Source: an optimization exercise on an open RTL-to-GDS flow (aim: small area). Production flows keep margins and buffers that such runs may drop. The RTL of this run was laid out without a check of its function.

### flow/design.v
module servo_lane (
    input  wire [31:0] slot,
    input  wire [39:0] acc,        
    input  wire        cf,         
    input  wire [15:0] d_da,       
    input  wire [15:0] d_xb,       
    input  wire [15:0] c_ca,       
    input  wire [15:0] c_xb,       
    input  wire [4:0]  flags,      
    input  wire        first,      
    output reg  [39:0] acc_nxt,
    output reg         cf_nxt,
    output reg         st_en,      
    output wire [15:0] st_data,
    output reg         out_en,     
    output wire [15:0] out_data,
    output reg         evt_en,     
    output reg         pl_en,      
    output reg         aovf,
    output reg         qsat,
    output reg         is_end
);
    localparam [3:0] OP_NOP = 4'h0, OP_MAC = 4'h1, OP_MSU = 4'h2, OP_MPY = 4'h3,
                     OP_MDD = 4'h4, OP_LDS = 4'h5, OP_LDC = 4'h6, OP_ADS = 4'h7,
                     OP_STS = 4'h8, OP_SAT = 4'h9, OP_CLMP = 4'hA, OP_SEL = 4'hB,
                     OP_CMP = 4'hC, OP_OUT = 4'hD, OP_EVT = 4'hE, OP_END = 4'hF;
    localparam signed [40:0] ACC_MAX = 41'sd549755813887;   
    localparam signed [40:0] ACC_MIN = -41'sd549755813888;  
    wire [3:0] op = slot[31:28];
    wire [3:0] m  = slot[27:24];
    wire [1:0] sh = m[1:0];
    reg cond_raw;
    always @(*) begin
        case (m[2:0])
            3'd0: cond_raw = flags[0];      
            3'd1: cond_raw = flags[1];      
            3'd2: cond_raw = flags[2];      
            3'd3: cond_raw = cf;            
            3'd4: cond_raw = flags[4];      
            3'd5: cond_raw = first;         
            3'd6: cond_raw = flags[3];      
            default: cond_raw = 1'b1;       
        endcase
    end
    wire cond = cond_raw ^ m[3];
    wire signed [15:0] mul_b   = (op == OP_MDD) ? d_xb : c_ca;
    wire signed [31:0] product = $signed(d_da) * mul_b;
    wire signed [34:0] term    = $signed(product) <<< sh;
    wire signed [40:0] acc_s   = {acc[39], acc};
    wire signed [40:0] sum_mac = acc_s + term;
    wire signed [40:0] sum_msu = acc_s - term;
    wire signed [40:0] sum_ads = acc_s + ($signed(d_da) <<< 15);
    function [39:0] sat40(input signed [40:0] v);
        if (v > ACC_MAX)      sat40 = ACC_MAX[39:0];
        else if (v < ACC_MIN) sat40 = ACC_MIN[39:0];
        else                  sat40 = v[39:0];
    endfunction
    function ovf40(input signed [40:0] v);
        ovf40 = (v > ACC_MAX) || (v < ACC_MIN);
    endfunction
    wire signed [40:0] q_in   = acc_s + (m[2] ? 41'sd16384 : 41'sd0);
    wire signed [25:0] q_shr  = q_in[40:15];
    wire               q_hi   = q_shr > 26'sd32767;
    wire               q_lo   = q_shr < -26'sd32768;
    assign st_data  = q_hi ? 16'h7FFF : q_lo ? 16'h8000 : q_shr[15:0];
    assign out_data = st_data;
    wire signed [40:0] c_ca_s = $signed(c_ca) <<< 15;
    wire signed [40:0] c_xb_s = $signed(c_xb) <<< 15;
    wire signed [40:0] d_da_s = $signed(d_da) <<< 15;
    wire signed [40:0] d_xb_s = $signed(d_xb) <<< 15;
    localparam signed [40:0] SAT_LO = -41'sd1073741824;            
    localparam signed [40:0] SAT_HI = 41'sd1073709056;             
    wire signed [40:0] clmp_lo = (acc_s < c_ca_s) ? c_ca_s : acc_s;
    wire signed [40:0] clmp    = (clmp_lo > c_xb_s) ? c_xb_s : clmp_lo;
    wire signed [40:0] acc_abs = acc_s[40] ? -acc_s : acc_s;
    always @(*) begin
        acc_nxt = acc;
        cf_nxt  = cf;
        st_en   = 1'b0;
        out_en  = 1'b0;
        evt_en  = 1'b0;
        pl_en   = 1'b0;
        aovf    = 1'b0;
        qsat    = 1'b0;
        is_end  = 1'b0;
        case (op)
            OP_MAC, OP_MDD: begin
                acc_nxt = sat40(sum_mac);
                aovf    = ovf40(sum_mac);
            end
            OP_MSU: begin
                acc_nxt = sat40(sum_msu);
                aovf    = ovf40(sum_msu);
            end
            OP_MPY: acc_nxt = {{5{term[34]}}, term};
            OP_LDS: acc_nxt = d_da_s[39:0];
            OP_LDC: acc_nxt = c_ca_s[39:0];
            OP_ADS: begin
                acc_nxt = sat40(sum_ads);
                aovf    = ovf40(sum_ads);
            end
            OP_STS: begin
                if (!(m[3] && flags[1])) begin
                    st_en = 1'b1;
                    qsat  = q_hi | q_lo;
                end
            end
            OP_SAT: begin
                if (acc_s < SAT_LO)      acc_nxt = SAT_LO[39:0];
                else if (acc_s > SAT_HI) acc_nxt = SAT_HI[39:0];
            end
            OP_CLMP: acc_nxt = clmp[39:0];
            OP_SEL:  acc_nxt = cond ? d_da_s[39:0] : d_xb_s[39:0];
            OP_CMP: begin
                cf_nxt = m[0] ? (acc_abs > c_ca_s) : (acc_s > c_ca_s);
                pl_en  = (m[3:2] != 2'd0);
            end
            OP_OUT: begin
                out_en = 1'b1;
                qsat   = q_hi | q_lo;
            end
            OP_EVT: evt_en = cond;
            OP_END: is_end = 1'b1;
            default: ;
        endcase
    end
endmodule
module servo_engine (
    input  wire        clk,
    input  wire        rst,          
    input  wire        start,        
    input  wire        slow,         
    input  wire [3:0]  out_dl,       
    input  wire [2:0]  head,         
    output reg  [6:0]  pc,           
    output reg         busy,         
    input  wire [63:0] bundle,       
    input  wire [4:0]  flags,        
    input  wire        first,        
    output wire [31:0] d_raddr,
    input  wire [63:0] d_rdata,
    output wire [1:0]  d_we,         
    output wire [15:0] d_waddr,
    output wire [31:0] d_wdata,
    output wire [31:0] c_raddr,
    input  wire [63:0] c_rdata,
    input  wire        stat_clr,     
    output reg         aovf,
    output reg         qsat,
    output reg         late,
    output reg         slow_trunc,
    output reg  [15:0] fwevt,        
    output reg  [2:0]  loop_evt,     
    output reg  [2:0]  pl_valid,     
    output reg  [2:0]  pl_fail,      
    output reg  [15:0] dac_focus,
    output reg  [15:0] dac_track,
    output reg  [15:0] dac_tilt,
    output reg  [15:0] sled_cmd,
    output reg  [15:0] spindle_cmd,
    output reg  [15:0] elevator_cmd,
    output reg  [15:0] picker_cmd,
    output reg  [15:0] ffpub_focus,
    output reg  [15:0] ffpub_track,
    output reg  [15:0] trace0,
    output reg  [15:0] trace1,
    output reg  [10:0] out_upd
);
    wire [31:0] slot_a = bundle[31:0];
    wire [31:0] slot_b = bundle[63:32];
    assign d_raddr = {slot_b[7:0], slot_b[23:16], slot_a[7:0], slot_a[23:16]};
    assign c_raddr = {slot_b[7:0], slot_b[15:8],  slot_a[7:0], slot_a[15:8]};
    reg  [39:0] acc_a, acc_b;
    reg         cf_a, cf_b;
    reg         run_a, run_b;        
    reg         slow_q;
    wire [39:0] acc_a_nxt, acc_b_nxt;
    wire        cf_a_nxt, cf_b_nxt;
    wire        st_a, st_b, out_a, out_b, evt_a, evt_b, pl_a, pl_b;
    wire        aovf_a, aovf_b, qsat_a, qsat_b, end_a, end_b;
    wire [15:0] st_data_a, st_data_b, out_data_a, out_data_b;
    servo_lane lane_a (
        .slot(slot_a), .acc(acc_a), .cf(cf_a),
        .d_da(d_rdata[15:0]),  .d_xb(d_rdata[31:16]),
        .c_ca(c_rdata[15:0]),  .c_xb(c_rdata[31:16]),
        .flags(flags), .first(first),
        .acc_nxt(acc_a_nxt), .cf_nxt(cf_a_nxt),
        .st_en(st_a), .st_data(st_data_a), .out_en(out_a), .out_data(out_data_a),
        .evt_en(evt_a), .pl_en(pl_a), .aovf(aovf_a), .qsat(qsat_a), .is_end(end_a)
    );
    servo_lane lane_b (
        .slot(slot_b), .acc(acc_b), .cf(cf_b),
        .d_da(d_rdata[47:32]), .d_xb(d_rdata[63:48]),
        .c_ca(c_rdata[47:32]), .c_xb(c_rdata[63:48]),
        .flags(flags), .first(first),
        .acc_nxt(acc_b_nxt), .cf_nxt(cf_b_nxt),
        .st_en(st_b), .st_data(st_data_b), .out_en(out_b), .out_data(out_data_b),
        .evt_en(evt_b), .pl_en(pl_b), .aovf(aovf_b), .qsat(qsat_b), .is_end(end_b)
    );
    wire ex_a = busy && run_a;
    wire ex_b = busy && run_b;
    wire last_bundle = (pc == 7'd127) || (slow_q && pc == 7'd47);
    wire run_a_nxt   = run_a && !(ex_a && end_a);
    wire run_b_nxt   = run_b && !(ex_b && end_b);
    always @(posedge clk) begin
        if (rst) begin
            busy   <= 1'b0;
            pc     <= 7'd0;
            run_a  <= 1'b0;
            run_b  <= 1'b0;
            slow_q <= 1'b0;
            acc_a  <= 40'd0;
            acc_b  <= 40'd0;
            cf_a   <= 1'b0;
            cf_b   <= 1'b0;
        end else if (start) begin
            busy   <= 1'b1;
            pc     <= 7'd0;
            run_a  <= 1'b1;
            run_b  <= 1'b1;
            slow_q <= slow;
            acc_a  <= 40'd0;
            acc_b  <= 40'd0;
            cf_a   <= 1'b0;
            cf_b   <= 1'b0;
        end else if (busy) begin
            if (ex_a) begin
                acc_a <= acc_a_nxt;
                cf_a  <= cf_a_nxt;
            end
            if (ex_b) begin
                acc_b <= acc_b_nxt;
                cf_b  <= cf_b_nxt;
            end
            run_a <= run_a_nxt;
            run_b <= run_b_nxt;
            if (last_bundle || (!run_a_nxt && !run_b_nxt)) begin
                busy <= 1'b0;
                pc   <= 7'd0;
            end else begin
                pc   <= pc + 7'd1;
            end
        end
    end
    assign d_we[0] = !rst && !start && ex_a && st_a && (slot_a[23:20] != 4'hF);
    assign d_we[1] = !rst && !start && ex_b && st_b && (slot_b[23:20] != 4'hF);
    assign d_waddr = {slot_b[23:16], slot_a[23:16]};
    assign d_wdata = {st_data_b, st_data_a};
    wire do_out_a = !start && ex_a && out_a;
    wire do_out_b = !start && ex_b && out_b;
    wire [3:0] port_a = slot_a[3:0];
    wire [3:0] port_b = slot_b[3:0];
    function port_ok(input [3:0] p, input [2:0] h);
        case (p)
            4'd4:    port_ok = (h == 3'd0);
            4'd5:    port_ok = (h == 3'd1);
            4'd6:    port_ok = (h == 3'd2);
            default: port_ok = (p <= 4'd10);
        endcase
    endfunction
    wire wr_port_a = do_out_a && port_ok(port_a, head);
    wire wr_port_b = do_out_b && port_ok(port_b, head);
    reg [10:0] upd;
    integer p;
    always @(*) begin
        for (p = 0; p < 11; p = p + 1) begin
            upd[p] = (wr_port_b && port_b == p[3:0]) || (wr_port_a && port_a == p[3:0]);
        end
    end
    always @(posedge clk) begin
        if (rst) begin
            dac_focus    <= 16'd0;
            dac_track    <= 16'd0;
            dac_tilt     <= 16'd0;
            sled_cmd     <= 16'd0;
            spindle_cmd  <= 16'd0;
            elevator_cmd <= 16'd0;
            picker_cmd   <= 16'd0;
            ffpub_focus  <= 16'd0;
            ffpub_track  <= 16'd0;
            trace0       <= 16'd0;
            trace1       <= 16'd0;
            out_upd      <= 11'd0;
        end else begin
            out_upd <= upd;
            if (upd[0])  dac_focus    <= (wr_port_b && port_b == 4'd0)  ? out_data_b : out_data_a;
            if (upd[1])  dac_track    <= (wr_port_b && port_b == 4'd1)  ? out_data_b : out_data_a;
            if (upd[2])  dac_tilt     <= (wr_port_b && port_b == 4'd2)  ? out_data_b : out_data_a;
            if (upd[3])  sled_cmd     <= (wr_port_b && port_b == 4'd3)  ? out_data_b : out_data_a;
            if (upd[4])  spindle_cmd  <= (wr_port_b && port_b == 4'd4)  ? out_data_b : out_data_a;
            if (upd[5])  elevator_cmd <= (wr_port_b && port_b == 4'd5)  ? out_data_b : out_data_a;
            if (upd[6])  picker_cmd   <= (wr_port_b && port_b == 4'd6)  ? out_data_b : out_data_a;
            if (upd[7])  ffpub_focus  <= (wr_port_b && port_b == 4'd7)  ? out_data_b : out_data_a;
            if (upd[8])  ffpub_track  <= (wr_port_b && port_b == 4'd8)  ? out_data_b : out_data_a;
            if (upd[9])  trace0       <= (wr_port_b && port_b == 4'd9)  ? out_data_b : out_data_a;
            if (upd[10]) trace1       <= (wr_port_b && port_b == 4'd10) ? out_data_b : out_data_a;
        end
    end
    wire do_evt_a = !start && ex_a && evt_a;
    wire do_evt_b = !start && ex_b && evt_b;
    wire do_pl_a  = !start && ex_a && pl_a;
    wire do_pl_b  = !start && ex_b && pl_b;
    wire [1:0] pl_loop_a = slot_a[27:26];
    wire [1:0] pl_loop_b = slot_b[27:26];
    wire late_a = do_out_a && !slow_q && (port_a <= 4'd2) && (pc > {3'd0, out_dl});
    wire late_b = do_out_b && !slow_q && (port_b <= 4'd2) && (pc > {3'd0, out_dl});
    wire trunc = !start && busy && slow_q && (pc == 7'd47) && (run_a_nxt || run_b_nxt);
    reg [15:0] fw_set;
    reg [2:0]  loop_set, pl_v_set, pl_f_set;
    integer k;
    always @(*) begin
        fw_set   = 16'd0;
        loop_set = 3'd0;
        pl_v_set = 3'd0;
        pl_f_set = 3'd0;
        for (k = 0; k < 16; k = k + 1) begin
            if ((do_evt_a && slot_a[4:0] == k[4:0] + 5'd16) ||
                (do_evt_b && slot_b[4:0] == k[4:0] + 5'd16))
                fw_set[k] = 1'b1;
        end
        for (k = 0; k < 3; k = k + 1) begin
            if ((do_evt_a && slot_a[4:0] == k[4:0]) ||
                (do_evt_b && slot_b[4:0] == k[4:0]))
                loop_set[k] = 1'b1;
        end
        for (k = 0; k < 3; k = k + 1) begin
            if (do_pl_b && pl_loop_b == k[1:0] + 2'd1) begin
                pl_v_set[k] = 1'b1;
                pl_f_set[k] = cf_b_nxt;
            end else if (do_pl_a && pl_loop_a == k[1:0] + 2'd1) begin
                pl_v_set[k] = 1'b1;
                pl_f_set[k] = cf_a_nxt;
            end
        end
    end
    always @(posedge clk) begin
        if (rst) begin
            aovf       <= 1'b0;
            qsat       <= 1'b0;
            late       <= 1'b0;
            slow_trunc <= 1'b0;
            fwevt      <= 16'd0;
            loop_evt   <= 3'd0;
            pl_valid   <= 3'd0;
            pl_fail    <= 3'd0;
        end else begin
            loop_evt <= loop_set;
            pl_valid <= pl_v_set;
            pl_fail  <= pl_f_set;
            if (stat_clr) begin
                aovf       <= 1'b0;
                qsat       <= 1'b0;
                late       <= 1'b0;
                slow_trunc <= 1'b0;
                fwevt      <= 16'd0;
            end else begin
                if (!start && ((ex_a && aovf_a) || (ex_b && aovf_b))) aovf <= 1'b1;
                if (!start && ((ex_a && qsat_a) || (ex_b && qsat_b))) qsat <= 1'b1;
                if (late_a || late_b) late <= 1'b1;
                if (trunc) slow_trunc <= 1'b1;
                fwevt <= fwevt | fw_set;
            end
        end
    end
endmodule
### flow/run.sh
#!/bin/bash
# synth_recipe.tcl (not shown) runs the flow's synth.tcl, then flattens the netlist and writes it again
# the make line also repeats each setting of config.mk as NAME=value (left out here)
make -C /OpenROAD-flow-scripts/flow DESIGN_CONFIG=/design/flow/config.mk WORK_HOME=/design/flow/orfs CLKGATE_MAP_FILE= SYNTH_SCRIPT=/design/flow/synth_recipe.tcl finish
### flow/config.mk
export PLATFORM = sky130hd
export DESIGN_NAME = servo_engine
export DESIGN_NICKNAME = servo_engine
export VERILOG_FILES = /design/flow/design.v
export SDC_FILE = /design/flow/constraint.sdc
export NUM_CORES = 4
export LEC_CHECK = 0
export CAP_MARGIN = 20
export CORE_MARGIN = 2
export CORE_UTILIZATION = 40
export SLEW_MARGIN = 20
### flow/constraint.sdc
create_clock -name core_clock -period 15.0 [get_ports {clk}]
set_input_delay 3.0000 -clock core_clock [delete_from_list [all_inputs] [get_ports {clk}]]
set_output_delay 3.0000 -clock core_clock [all_outputs]
set_load 0.01 [all_outputs]
==> run notes <==
[layout make-up]
cell class	instances	area [um^2]	share of cell area, %
Inverter	927	3480	5.23
Antenna cell	6	15.0	0.0226
Tap cell	1903	2380	3.58
Multi-Input combinational cell	5836	46200	69.5
Sequential cell	309	6190	9.31
Timing Repair Buffer	739	6760	10.2
Clock inverter	22	349	0.525
Clock buffer	51	1130	1.70
[sequential cells by signal, summed over array words and instances (netlist names), 7 cells and up]
register      count
acc_a            40
acc_b            40
dac_focus        16
dac_tilt         16
dac_track        16
elevator_cmd     16
ffpub_focus      16
ffpub_track      16
fwevt            16
out_upd          11
pc                7
picker_cmd       16
sled_cmd         16
spindle_cmd      16
trace0           16
trace1           16
[synthesized netlist by cell type (17+ instances only)]
| master | count | area [um^2] |
|---|---|---|
| o21a_1 | 42 | 315 |
| a21oi_1 | 465 | 2330 |
| a222oi_1 | 39 | 390 |
| and3_1 | 39 | 244 |
| fa_1 | 530 | 10600 |
| a41oi_1 | 17 | 149 |
| nand4_1 | 87 | 544 |
| ha_1 | 544 | 6810 |
| nor4_1 | 56 | 350 |
| inv_1 | 919 | 3450 |
| buf_1 | 21 | 78.8 |
| o22ai_1 | 185 | 1160 |
| nand2b_1 | 84 | 526 |
| and2_1 | 135 | 845 |
| or3_1 | 35 | 219 |
| buf_2 | 77 | 385 |
| or2_2 | 40 | 250 |
| nor3_1 | 115 | 576 |
| a2111oi_0 | 17 | 149 |
| a22oi_1 | 32 | 240 |
| nor2b_1 | 196 | 1230 |
| a21o_1 | 98 | 736 |
| mux2i_1 | 98 | 981 |
| a211oi_1 | 73 | 548 |
| clkbuf_1 | 356 | 1340 |
| o21bai_1 | 44 | 330 |
| dfxtp_1 | 309 | 6190 |
| buf_4 | 81 | 608 |
| mux2_2 | 21 | 236 |
| or4_1 | 17 | 128 |
| xor2_1 | 68 | 596 |
| nor2_1 | 458 | 1720 |
| o211ai_1 | 76 | 571 |
| a221oi_1 | 20 | 175 |
| xnor2_1 | 282 | 2470 |
| nand2_1 | 793 | 2980 |
| a211o_1 | 18 | 158 |
| o221ai_1 | 25 | 219 |
| o21ai_0 | 505 | 2530 |
| o21ai_1 | 17 | 85.1 |
| nand3_1 | 115 | 576 |
| o31ai_1 | 67 | 503 |
| a31oi_1 | 48 | 300 |
| a21boi_0 | 20 | 150 |
| a32o_1 | 34 | 340 |
[worst min path at each step]
stage                     slack (ns)       end      from  cells past startpoint
after floorplan                 0.46    slow_q    slow_q                      2
after global placement          0.45      late      late                      2
after detailed placement        0.46      late      late                      2
after CTS                       0.49      late      late                      2
after global routing            0.50  fwevt[4]  fwevt[4]                      2
final                           0.48      late      late                      2
[stage by stage]
stage,worst slack [ns],instances,area [um^2]
final,0.500,9793,66500
after global placement,0.316,9714,65000
after CTS,0.748,9787,66400
after global routing,0.0191,9792,66500
after detailed placement,0.168,9714,65000
after floorplan,0.797,7611,58100
[worst min-delay path, stage by stage, from the launching register on]
cell,delay (ns)
dfxtp_1,0.33
a21oi_1,0.04
nor2_1,0.07
[per-layer routing]
metal / wire (um) / track usage, % / share of wire [%]
met1: 105000 / 44.0 / 43
met2: 108000 / 50.6 / 44
met3: 22900 / 7.07 / 9.3
met4: 10500 / 12.2 / 4.3
met5: 165 / 0.390 / 0.067
[cells by family after synthesis]
logic type,count (synthesis),synth area share [%]
AO/OA/AOI/OAI,2024,22.7
XOR/XNOR,350,5.27
adder cells (fa/ha/maj),1074,30.0
buffers and inverters,1466,10.2
flip-flops,309,10.6
multiplexers,122,2.21
other,1,0.00645
AND/OR/NAND/NOR,2264,19.0
[repair_timing]
| item | in CTS | in global routing |
|---|---|---|
| setup endpoints to repair | 0 | 3 |
| setup buffers | 0 | 0 |
| resized for setup | 0 | 1 |
==> impl_metrics.json <==
{
  "antenna_found_initial": 15,
  "crit_top_cell": "fa_1",
  "grt_max_degree": 61,
  "worstSetupPathDepth": 43,
  "critPathMaxStageDelay_ns": 0.61,
  "root_buffer": "clkbuf_16",
  "slowest_stage": "clkdlybuf4s50_1",
  "grt_pass1_wl_um": 368000,
  "tightest_slew_ns": 1.20,
  "netlist_instances": 7610,
  "final_common_cell": "inv_1",
  "rsz0062_at_grt": "false",
  "nets": 9137,
  "io_buffers": 473,
  "maxSlewViolCount": 0,
  "final_layout_size_suffix_gt1_share_pct": 6.47,
  "numClockSinks": 309,
  "routabilityCongestion": 1.02,
  "wl_um": 247000,
  "nFillCells": 14500,
  "clkLatencyLatePin_ns": 0.64,
  "numCtsBuffers": 40,
  "ys_seq_area_share_pct": 10.6,
  "critPathMaxFanout": 26,
  "drcViolationCount": 0,
  "slew_headroom_pct": 19.8,
  "ant_nets": 0,
  "fin_crit_ns": 14.50,
  "dieHeight_um": 385,
  "vias_per_cell": 5.98,
  "required_ns": 15.49,
  "rrSetupSlack_ns": 7.15,
  "clk_path_buf_depth": 3,
  "wl_per_cell_um": 25.3,
  "hold_class": "reg -> reg",
  "critPathLaunchType": "input port",
  "status": "finished clean",
  "critPathArrivalTime_ns": 14.99,
  "fin_crit_sh_pct": 96.7,
  "grt_pass1_vias": 57400,
  "synth_edf_count": 0,
  "fmax_ghz": 0.0690,
  "ys.flop_type": "dfxtp_1",
  "hold_buffers": 0,
  "critPathCaptureType": "flip-flop",
  "syn_area_per_cell_um2": 7.64,
  "final_cell_mix": "919 x inv_1, 793 x nand2_1, 544 x ha_1",
  "ys_ff_latch": 309,
  "h-tree-depth": 2,
  "synthArstFlopShare_pct": 0,
  "syn_area_um2": 58100,
  "worstReg2RegEnd": "pl_fail[1]",
  "setup_viol": 0,
  "initial_core_util_pct": 40.4,
  "path_buf_inv": 9,
  "grt_usage_pct": 32.5,
  "r2r-start": "acc_b[2]",
  "final.setup.tns_ns": 0,
  "ys_warn_count": 2,
  "hold_viol": 0,
  "crit_end": "acc_b[10]",
  "ys_types": 114,
  "maxCapViolCount": 0,
  "startpoint": "bundle[62]",
  "firstDrtPassIters": 9,
  "die_w_um": 385,
  "gr-total-overflow": 0,
  "fin_hold_ws_ns": 0.480,
  "ff2ff_path_depth": 20,
  "vias": 58600,
  "areaGrowthSynthToFinish_pct": 14.4,
  "drtIter0Drc": 6219,
  "row_count": 139,
  "ios": 548,
  "core_um2": 144000,
  "cpLargestDelayFamily": "adder cells",
  "cts_tree": "built",
  "finish.utilization_pct": 46.2,
  "hpwl_um": 198000,
  "die_area_um2": 148000,
  "criticalPathCategory": "in -> reg",
  "path_clk_slew_ns": 0.06,
  "final.setup_skew_ns": 0.0563
}

## what the ideal ports hide
How much do the figures lean on ideal ports? The routed layout below was timed once more, with nothing changed but the port constraints.
Step 1: set_driving_cell puts a clkbuf_16 on clk and a buf_2 on each other input, an assumption about the parent block.
Step 2, shift: input delay + t, output delay - t, t = (earliest + latest rising clock arrival at the registers) / 2. This alone moves slack from input paths to output paths.
Slacks: ideal ports / drivers / drivers and shift; pairs: ideal ports / drivers.
t, ns: 0.693
slack for setup (ns): 0.500 / 0.549 / -0.144
hold WS [ns]: 0.480 / 0.480 / 0.480
Met with ideal ports but missed after step 2: setup timing in this run. For this run, drivers alone change the setup slack by +0.049 ns; drivers and shift together by -0.644 ns.
